This is an optimization exercise on Yosys and OpenROAD, whose aim is small area, not a production implementation. Function was checked by simulation only, so behaviour that the tests miss may differ from the original. Power is estimated from default activity; no workload was simulated. The flow treats the clock pin as an ideal source, which a real chip does not have.

## almanac
module almanac (
    input  wire        clk,
    input  wire        rst_n,        
    input  wire        xtal_edge,    
    input  wire        lock,         
    input  wire        bus_wr,
    input  wire        bus_rd,
    input  wire [4:0]  bus_addr,     
    input  wire [31:0] bus_wdata,
    output reg  [31:0] bus_rdata,
    output reg         bus_rvalid,
    output wire [47:0] count_o,
    output wire        wake
);
Size: roughly 2400 cells after synthesis, ~1000 flip-flops, roughly 130 I/O pins, ~37000 µm² of cells after synthesis.
Settings: LEC_CHECK=0, CAP_MARGIN=20, CORE_MARGIN=2, CORE_UTILIZATION=70, PLACE_DENSITY=0.85, SLEW_MARGIN=20; clock period 14.0 ns.
standard.sh (not shown) runs the stock make flow with config.mk's settings and CLKGATE_MAP_FILE= SYNTH_SCRIPT=/design/flow/synth_recipe.tcl, a recipe that flattens the netlist after the stock synthesis.
==> flow/flow/run.sh <==
#!/bin/bash
# The standard layout (standard.sh) with these changes:
#  - ABC maps for area: a copy of ORFS's scripts folder whose abc_speed.script
#    is replaced by flow/abc_area.script (nothing else in the copy changes)
#  - port buffers start as the smallest buffer (repair_design resizes them)
#  - clock tree without dummy balancing loads, clkbuf_16 sink buffers
set -euo pipefail
cp -r "$FLOW_HOME/scripts" ./orfs_scripts
cp flow/abc_area.script ./orfs_scripts/abc_speed.script
export SCRIPTS_DIR="$PWD/orfs_scripts"
export BUFFER_PORTS_ARGS="-buffer_cell sky130_fd_sc_hd__buf_1"
export CTS_ARGS="-sink_clustering_enable -repair_clock_nets -dont_use_dummy_load -buf_list sky130_fd_sc_hd__clkbuf_16 -sink_clustering_size 30 -sink_clustering_max_diameter 70"
bash standard.sh > standard_flow.log 2>&1
==> flow/flow/abc_area.script <==
strash
dch -f
map -a
strash
dch -f
map -a
strash
dch -f
map -a
topo
stime -c
dnsize -c
Change:
--- a/flow/design.v
+++ b/flow/design.v
@@ -39,28 +39,28 @@
     reg        al0_pending, al1_pending;
     reg [47:0] al0_value, al1_value;
     reg        al0_value_v, al1_value_v;    
     reg        al0_en, al1_en;
     reg        al0_fired_r, al1_fired_r;
     reg [1:0]  al0_cause_r, al1_cause_r;
     reg        chk;              
     reg        chk_cc;           
     reg        chk_ac0, chk_ac1; 
     reg [31:0] backup [0:15];
-    function automatic ge48(input [47:0] a, input [47:0] b);
+    function automatic ge48n(input [47:0] a, input [47:0] bn);
         integer i;
         reg c;
         begin
             c = 1'b1;
             for (i = 0; i < 48; i = i + 1)
-                c = (a[i] & ~b[i]) | ((a[i] | ~b[i]) & c);
-            ge48 = c;
+                c = (a[i] & bn[i]) | ((a[i] | bn[i]) & c);
+            ge48n = c;
         end
     endfunction
     wire wr = bus_wr & ~lock;
     wire rd = bus_rd & ~lock;
     wire wr_count_lo = wr && bus_addr == 5'd0;
     wire wr_count_hi = wr && bus_addr == 5'd1;
     wire wr_trim     = wr && bus_addr == 5'd2;
     wire wr_control  = wr && bus_addr == 5'd3;
     wire wr_al_lo0   = wr && bus_addr == 5'd5;
     wire wr_al_hi0   = wr && bus_addr == 5'd6;
@@ -121,22 +121,22 @@
     assign ep_c[0] = 1'b1;
     generate
         for (gi = 0; gi < 8; gi = gi + 1) begin : g_ep
             assign epoch_inc[gi] = epoch[gi] ^ ep_c[gi];
             assign ep_c[gi+1]    = epoch[gi] & ep_c[gi];
         end
     endgenerate
     wire        edge_commit = xtal_edge & write_pending;
     wire        al_commit0  = xtal_edge & al0_pending;
     wire        al_commit1  = xtal_edge & al1_pending;
-    wire fire0 = chk & al0_en & ~al0_fired_r & ge48(count, al0_value);
-    wire fire1 = chk & al1_en & ~al1_fired_r & ge48(count, al1_value);
+    wire fire0 = chk & al0_en & ~al0_fired_r & ge48n(count, al0_value);
+    wire fire1 = chk & al1_en & ~al1_fired_r & ge48n(count, al1_value);
     wire [1:0] ncause0 = chk_ac0 ? 2'b11 : chk_cc ? 2'b10 : 2'b01;
     wire [1:0] ncause1 = chk_ac1 ? 2'b11 : chk_cc ? 2'b10 : 2'b01;
     wire       al0_fired = al0_fired_r | fire0;
     wire       al1_fired = al1_fired_r | fire1;
     wire [1:0] al0_cause = fire0 ? ncause0 : al0_cause_r;
     wire [1:0] al1_cause = fire1 ? ncause1 : al1_cause_r;
     wire [31:0] status = {wrapped, power_lost, write_pending, locked,
                           12'd0, epoch,
                           al1_cause, al0_cause,
                           al1_fired, al0_fired, 2'b00};
@@ -151,37 +151,37 @@
     wire s7 = s_lo && bus_addr[2:0] == 3'd7 && al1_value_v;
     wire s8 = ~bus_addr[4] & bus_addr[3] & bus_addr[2:0] == 3'd0 && al1_value_v;
     reg [31:0] rd_value;
     integer k;
     always @(*) begin
         rd_value = ({32{s0}} & count[31:0])
                  | ({32{s1}} & {16'd0, shadow})
                  | ({32{s2}} & {{5{trim[10]}}, trim})
                  | ({32{s3}} & {30'd0, ctrl_en})
                  | ({32{s4}} & status)
-                 | ({32{s5}} & al0_value[31:0])
-                 | ({32{s6}} & {16'd0, al0_value[47:32]})
-                 | ({32{s7}} & al1_value[31:0])
-                 | ({32{s8}} & {16'd0, al1_value[47:32]});
+                 | ({32{s5}} & ~al0_value[31:0])
+                 | ({32{s6}} & {16'd0, ~al0_value[47:32]})
+                 | ({32{s7}} & ~al1_value[31:0])
+                 | ({32{s8}} & {16'd0, ~al1_value[47:32]});
         for (k = 0; k < 16; k = k + 1)
             rd_value = rd_value | ({32{bus_addr == (5'd16 + k)}} & backup[k]);
     end
     always @(posedge clk) begin
         if (wr_count_lo) cnt_commit_lo <= bus_wdata;
         if (wr_count_lo & cnt_hi_dirty) cnt_commit_hi <= cnt_hi_pend;
         if (wr_al_lo0) begin
-            al0_stage_lo <= bus_wdata;
+            al0_stage_lo <= ~bus_wdata;
             al0_stage_en <= ctrl_en[0];
         end
         if (wr_al_lo0 & al0_hi_dirty) al0_stage_hi <= al0_hi_pend;
         if (wr_al_lo1) begin
-            al1_stage_lo <= bus_wdata;
+            al1_stage_lo <= ~bus_wdata;
             al1_stage_en <= ctrl_en[1];
         end
         if (wr_al_lo1 & al1_hi_dirty) al1_stage_hi <= al1_hi_pend;
         if (al_commit0) al0_value <= {al0_stage_hi, al0_stage_lo};
         if (al_commit1) al1_value <= {al1_stage_hi, al1_stage_lo};
         if (rd && bus_addr == 5'd0) shadow <= count[47:32];
         if (xtal_edge) trim_act <= t_eff;
         chk_cc  <= write_pending;
         chk_ac0 <= al0_pending;
         chk_ac1 <= al1_pending;
@@ -192,22 +192,22 @@
         for (gk = 0; gk < 16; gk = gk + 1) begin : g_bk
             wire we = ~rst_n | (wr & bus_addr == (5'd16 + gk));
             always @(posedge clk)
                 if (we) backup[gk] <= wdata_r;
         end
     endgenerate
     always @(posedge clk) begin
         if (~rst_n | (wr_trim & trim_ok)) trim    <= wdata_r[10:0];
         if (~rst_n | wr_control)          ctrl_en <= wdata_r[1:0];
         if (~rst_n | lock | wr_count_hi) cnt_hi_pend <= wdata_z;
-        if (~rst_n | lock | wr_al_hi0)   al0_hi_pend <= wdata_z;
-        if (~rst_n | lock | wr_al_hi1)   al1_hi_pend <= wdata_z;
+        if (~rst_n | lock | wr_al_hi0)   al0_hi_pend <= ~wdata_z;
+        if (~rst_n | lock | wr_al_hi1)   al1_hi_pend <= ~wdata_z;
         if (~rst_n | xtal_edge)
             count <= {48{rst_n}} & (edge_commit ? {cnt_commit_hi, cnt_commit_lo}
                                                 : count_sum[47:0]);
     end
     always @(posedge clk) begin
         if (!rst_n) begin
             shadow_v      <= 1'b0;
             cnt_hi_dirty  <= 1'b1;
             al0_hi_dirty  <= 1'b1;
             al1_hi_dirty  <= 1'b1;
Worst setup slack gains 190 ps.
Area after synthesis drops slightly.
Global-route usage decreases by 1.3 points.
Power rises slightly.
Combinational power drops by a few percent.
Register-to-register slack gets better by 190 ps.
Cell area went down slightly.
Clock skew is about the same.
Synthesized cell count fell slightly.

---

Setup of run a:
RTL: one of the versions met above, not the one the previous note started from.
Size: roughly 2400 cells after synthesis, about 1000 flip-flops, ~37000 um^2 of cells after synthesis.
// almanac
module almanac (
    input  wire        clk,
    input  wire        rst_n,        
    input  wire        xtal_edge,    
    input  wire        lock,         
    input  wire        bus_wr,
    input  wire        bus_rd,
    input  wire [4:0]  bus_addr,     
    input  wire [31:0] bus_wdata,
    output reg  [31:0] bus_rdata,
    output reg         bus_rvalid,
    output wire [47:0] count_o,
    output wire        wake
);
clock: 14.0 ns
lec_check: 0
cap_margin: 20
core_margin: 2
core_utilization: 60
place_density: 0.75
slew_margin: 20
==> flow/flow/run.sh <==
#!/bin/bash
# The standard layout (standard.sh) with these changes:
#  - ABC maps for area: a copy of ORFS's scripts folder whose abc_speed.script
#    is replaced by flow/abc_area.script (nothing else in the copy changes)
#  - port buffers start as the smallest buffer (repair_design resizes them)
#  - clock tree without dummy balancing loads, clkbuf_16 sink buffers
set -euo pipefail
cp -r "$FLOW_HOME/scripts" ./orfs_scripts
cp flow/abc_area.script ./orfs_scripts/abc_speed.script
export SCRIPTS_DIR="$PWD/orfs_scripts"
export BUFFER_PORTS_ARGS="-buffer_cell sky130_fd_sc_hd__buf_1"
export CTS_ARGS="-sink_clustering_enable -repair_clock_nets -dont_use_dummy_load -buf_list sky130_fd_sc_hd__clkbuf_16 -sink_clustering_size 32 -sink_clustering_max_diameter 80"
bash standard.sh > standard_flow.log 2>&1
Scripts as last shown in full above: flow/flow/abc_area.script
Edits applied to the flow inputs when going from run a to run b:
--- a/flow/design.v
+++ b/flow/design.v
@@ -42,22 +42,22 @@
     reg        al0_en, al1_en;
     reg        al0_fired_r, al1_fired_r;
     reg [1:0]  al0_cause_r, al1_cause_r;
     reg        chk;              
     reg        chk_cc;           
     reg        chk_ac0, chk_ac1; 
     reg [31:0] backup [0:15];
-    function automatic ge48n(input [47:0] a, input [47:0] bn);
+    function automatic ge48(input [47:0] a, input [47:0] b);
         integer i;
         reg c;
         begin
             c = 1'b1;
             for (i = 0; i < 48; i = i + 1)
-                c = (a[i] & bn[i]) | ((a[i] | bn[i]) & c);
-            ge48n = c;
+                c = (a[i] & ~b[i]) | ((a[i] | ~b[i]) & c);
+            ge48 = c;
         end
     endfunction
     wire wr = bus_wr & ~lock;
     wire rd = bus_rd & ~lock;
     wire wr_count_lo = wr && bus_addr == 5'd0;
     wire wr_count_hi = wr && bus_addr == 5'd1;
     wire wr_trim     = wr && bus_addr == 5'd2;
@@ -124,16 +124,16 @@
             assign epoch_inc[gi] = epoch[gi] ^ ep_c[gi];
             assign ep_c[gi+1]    = epoch[gi] & ep_c[gi];
         end
     endgenerate
     wire        edge_commit = xtal_edge & write_pending;
     wire        al_commit0  = xtal_edge & al0_pending;
     wire        al_commit1  = xtal_edge & al1_pending;
-    wire fire0 = chk & al0_en & ~al0_fired_r & ge48n(count, al0_value);
-    wire fire1 = chk & al1_en & ~al1_fired_r & ge48n(count, al1_value);
+    wire fire0 = chk & al0_en & ~al0_fired_r & ge48(count, al0_value);
+    wire fire1 = chk & al1_en & ~al1_fired_r & ge48(count, al1_value);
     wire [1:0] ncause0 = chk_ac0 ? 2'b11 : chk_cc ? 2'b10 : 2'b01;
     wire [1:0] ncause1 = chk_ac1 ? 2'b11 : chk_cc ? 2'b10 : 2'b01;
     wire       al0_fired = al0_fired_r | fire0;
     wire       al1_fired = al1_fired_r | fire1;
     wire [1:0] al0_cause = fire0 ? ncause0 : al0_cause_r;
     wire [1:0] al1_cause = fire1 ? ncause1 : al1_cause_r;
     wire [31:0] status = {wrapped, power_lost, write_pending, locked,
@@ -154,31 +154,31 @@
     integer k;
     always @(*) begin
         rd_value = ({32{s0}} & count[31:0])
                  | ({32{s1}} & {16'd0, shadow})
                  | ({32{s2}} & {{5{trim[10]}}, trim})
                  | ({32{s3}} & {30'd0, ctrl_en})
                  | ({32{s4}} & status)
-                 | ({32{s5}} & ~al0_value[31:0])
-                 | ({32{s6}} & {16'd0, ~al0_value[47:32]})
-                 | ({32{s7}} & ~al1_value[31:0])
-                 | ({32{s8}} & {16'd0, ~al1_value[47:32]});
+                 | ({32{s5}} & al0_value[31:0])
+                 | ({32{s6}} & {16'd0, al0_value[47:32]})
+                 | ({32{s7}} & al1_value[31:0])
+                 | ({32{s8}} & {16'd0, al1_value[47:32]});
         for (k = 0; k < 16; k = k + 1)
             rd_value = rd_value | ({32{bus_addr == (5'd16 + k)}} & backup[k]);
     end
     always @(posedge clk) begin
         if (wr_count_lo) cnt_commit_lo <= bus_wdata;
         if (wr_count_lo & cnt_hi_dirty) cnt_commit_hi <= cnt_hi_pend;
         if (wr_al_lo0) begin
-            al0_stage_lo <= ~bus_wdata;
+            al0_stage_lo <= bus_wdata;
             al0_stage_en <= ctrl_en[0];
         end
         if (wr_al_lo0 & al0_hi_dirty) al0_stage_hi <= al0_hi_pend;
         if (wr_al_lo1) begin
-            al1_stage_lo <= ~bus_wdata;
+            al1_stage_lo <= bus_wdata;
             al1_stage_en <= ctrl_en[1];
         end
         if (wr_al_lo1 & al1_hi_dirty) al1_stage_hi <= al1_hi_pend;
         if (al_commit0) al0_value <= {al0_stage_hi, al0_stage_lo};
         if (al_commit1) al1_value <= {al1_stage_hi, al1_stage_lo};
         if (rd && bus_addr == 5'd0) shadow <= count[47:32];
         if (xtal_edge) trim_act <= t_eff;
@@ -195,16 +195,16 @@
                 if (we) backup[gk] <= wdata_r;
         end
     endgenerate
     always @(posedge clk) begin
         if (~rst_n | (wr_trim & trim_ok)) trim    <= wdata_r[10:0];
         if (~rst_n | wr_control)          ctrl_en <= wdata_r[1:0];
         if (~rst_n | lock | wr_count_hi) cnt_hi_pend <= wdata_z;
-        if (~rst_n | lock | wr_al_hi0)   al0_hi_pend <= ~wdata_z;
-        if (~rst_n | lock | wr_al_hi1)   al1_hi_pend <= ~wdata_z;
+        if (~rst_n | lock | wr_al_hi0)   al0_hi_pend <= wdata_z;
+        if (~rst_n | lock | wr_al_hi1)   al1_hi_pend <= wdata_z;
         if (~rst_n | xtal_edge)
             count <= {48{rst_n}} & (edge_commit ? {cnt_commit_hi, cnt_commit_lo}
                                                 : count_sum[47:0]);
     end
     always @(posedge clk) begin
         if (!rst_n) begin
             shadow_v      <= 1'b0;
## What came out
Run b -> run a: maximum frequency flat
| part of the total power dissipated in combinational logic | run b vs run a | 0.2 points higher |
Between run b and run a, the difference in xor/xnor share of the synthesized area is negligible.
There was hardly any difference in power drawn by the clock network between run a and run b.
Run b vs run a — final routed wirelength across all metal layers rose 3.9%.
Going from run a to run b, clock-buffer cell count shrank by a few percent.
In run b, the core area came out 1.5% above the value in run a.

-- what the ideal ports hide --
Ports are ideal in the flow. The routed layouts listed here were re-timed in OpenROAD.
Step 1 sets driving cells, clkbuf_16 on the clock port and buf_2 on the other inputs (assumed; they add their load-dependent delay and slew).
Step 2 adds t to the input delays and takes it off the output delays; t is the mean of the earliest and latest rising clock arrival at the registers after step 1. Input paths then give back, and output paths get back, about the clock's delay inside the block.
Three values: ideal ports, drivers, drivers and shift; two values: the first two.
run	shift t [ns]	setup slack, ns	worst slew at a driven data input, ns
the first run of note 1	0.673	2.388 / 2.388 / 2.388	0.13
the second run of note 1	0.673	2.579 / 2.579 / 2.579	0.04
run a	0.671	2.396 / 2.396 / 2.396	0.05
run b	0.660	2.419 / 2.419 / 2.419	0.13
After both steps setup and hold are still met in every run listed.
